Background: an optimization exercise with open tools, aiming at small area, a short achievable clock period and few clock cycles. Do not read the settings as production practice. In this exercise RTL edits were held to simulation tests only and were not proved equivalent to the original.

== run 1 ==
Design d8_blend, start of the top module:
module d8_blend (
    input  wire        clk,
    input  wire        rst,         
    input  wire        in_valid,
    output wire        in_ready,
    input  wire        in_first,    
    input  wire        in_last,     
    input  wire [29:0] in_bg,       
    input  wire        in_lay,      
    input  wire        in_solid,    
    input  wire [2:0]  in_fmt,      
    input  wire [1:0]  in_mode,     
    input  wire [11:0] in_pa,       
    input  wire [31:0] in_pix,      
    output reg         out_valid,
    input  wire        out_ready,
    output reg  [29:0] out_pix      
);
Settings: LEC_CHECK=0, ABC_AREA=1, CAP_MARGIN=20, CORE_MARGIN=2, CORE_UTILIZATION=55, SLEW_MARGIN=20; clock period 25.0 ns.
standard.sh (not shown) runs the stock make flow with config.mk's settings and CLKGATE_MAP_FILE= SYNTH_SCRIPT=/design/flow/synth_recipe.tcl, a recipe that flattens the netlist after the stock synthesis.
==> flow/flow/run.sh <==
#!/bin/bash
# Own layout flow: the standard flow, with the timing repair aiming for a
# tighter setup margin than the design's 25 ns clock asks for, so that the
# achieved period shrinks. Constraints (clock period, I/O delays) unchanged.
export SETUP_SLACK_MARGIN=18.6
bash standard.sh > standard.log 2>&1
Testbench counts of run 1, summed over its fixed seeds: cycles 74,862.
Relative to run 1, the following input files were edited for run 2:
-- flow/flow/run.sh --
<<< run 1, line 5
export SETUP_SLACK_MARGIN=18.6
>>> run 2, line 5
export SETUP_SLACK_MARGIN=18.8
--- outcome ---
- Run 2 -> run 1: final sequential cell count delta 0, exact match
- When run 2 is set beside run 1, its area growth from synthesis to final layout turns out to be 4.3 points larger.
- Compared with run 1, run 2 shows critical path depth that has gone up by a few percent.
- | number of antenna repair diodes | higher: run 2 |
- In the tables for run 2 and run 1, cell area reads higher with run 2.
- | smallest setup slack after layout | higher: run 2 |
[inputs] run 3 vs run 2
- putting CTS_CLUSTER_SIZE at 30 where nothing was set
- putting CTS_CLUSTER_DIAMETER at 100 where nothing was set
-- flow/flow/run.sh --
<<< run 2, line 5
export SETUP_SLACK_MARGIN=18.8
>>> run 3, line 5
export SETUP_SLACK_MARGIN=18.15
==> run notes <==
Measured against each other, run 3 and run 2 differ in met3 capacity usage during global routing, the lower figure coming from run 3.
Summary of run 3 over run 2: final area fell 11%, first-pass GRT wire length saw a decrease.
Post-cts sizing count for run 3: 519 down relative to run 2
The final reports for run 3 and run 2 show achievable clock frequency lower in the former.
Run 3 against run 2: CTS H-tree depth went down 1; buffers plus inverters on the worst setup path went down 5; final-layout fill cell count went up about 13%.
Run 3 completed every stage of the flow, and the final layout passed the timing, DRC and antenna checks.
The critical setup path kind comes out flip-flop to output pin in one run and flip-flop to flip-flop in the other, namely in run 3 and run 2 respectively.
In run 3, the share of cell area taken by multi-input logic gates came out 0.38 points above the value in run 2.
--- input diff run 3..run 4 ---
-- flow/flow/run.sh --
<<< run 3, line 5
export SETUP_SLACK_MARGIN=18.15
>>> run 4, line 5
export SETUP_SLACK_MARGIN=18.0
Notes after the runs:
Delta (run 4 minus run 3): wire length comparable, total met3 wirelength after detailed routing +0.39%, hold slack did not really move, first-pass GRT wire length went up by about 0.9%, adder and majority gate portion of the synthesized area has remained practically unchanged.
Run 3 reports its uppermost metal layer occupied by signal nets as met4 while run 4 reports met5.

Starting RTL as in the previous note.
export LEC_CHECK = 0
export ABC_AREA = 1
export CAP_MARGIN = 20
export CORE_MARGIN = 2
export CORE_UTILIZATION = 55
export CTS_CLUSTER_DIAMETER = 100
export CTS_CLUSTER_SIZE = 30
export SLEW_MARGIN = 20
create_clock -name core_clock -period 25.0 [get_ports {clk}]
==> flow/flow/run.sh <==
#!/bin/bash
# Own layout flow: the standard flow, with the timing repair aiming for a
# tighter setup margin than the design's 25 ns clock asks for, so that the
# achieved period shrinks. Constraints (clock period, I/O delays) unchanged.
export SETUP_SLACK_MARGIN=18.3
bash standard.sh > standard.log 2>&1
The starting point produced a clean layout.
Testbench counts at the start, summed over its fixed seeds: cycles 74,862.
Change:
--- a/flow/flow/run.sh
+++ b/flow/flow/run.sh
@@ -5 +5 @@
-export SETUP_SLACK_MARGIN=18.3
+export SETUP_SLACK_MARGIN=18.0
- CTS_CLUSTER_DIAMETER: 100 -> not set
- CTS_CLUSTER_SIZE: 30 -> not set
Critical path depth is unchanged.
Non-clock buffer count drops by 44.
Utilization drops by 0.47 points.
Area after synthesis is unchanged.
Clock skew hardly moves.
Synthesized cell count stays the same.
Worst hold slack gets worse by 10 ps.
Wire length climbs by 1.0%.

static timing again, ports no longer ideal:
In the flow no input, the clock included, has a driving cell. The finished layouts below were timed again as built, in two steps.
Step 1 (the two cells are an assumption about what drives the block):
set clk [get_ports {clk}]
set_driving_cell -lib_cell sky130_fd_sc_hd__clkbuf_16 $clk
set_driving_cell -lib_cell sky130_fd_sc_hd__buf_2 [delete_from_list [all_inputs] $clk]
Step 2, shift: input delay + t, output delay - t, t = (earliest + latest rising clock arrival at the registers) / 2. This alone moves slack from input paths to output paths.
Three values: ideal ports, drivers, drivers and shift; two values: the first two.
run | t (ns) | setup WS [ns] | worst setup path after step 2 | worst register clock-pin slew, ns | cell pins on the clock port's net
run 1 | 0.678 | 18.466 / 18.466 / 18.032 | input to register | 0.07 / 0.07 | 1
run 2 | 0.666 | 18.566 / 18.566 / 18.003 | input to register | 0.08 / 0.08 | 1
run 3 | 0.651 | 18.267 / 18.199 / 17.799 | input to register | 0.11 / 0.11 | 1
run 4 | 0.666 | 18.133 / 18.063 / 17.595 | input to register | 0.11 / 0.11 | 1
the first run of note 2 | 0.675 | 18.302 / 18.229 / 17.832 | input to register | 0.11 / 0.11 | 1
the second run of note 2 | 0.671 | 18.184 / 18.115 / 17.623 | input to register | 0.07 / 0.07 | 1
After both steps every run listed still meets setup and hold. The setup slack of run 2, which loses most, moves by 0.000 ns with the drivers and by -0.563 ns with both steps.
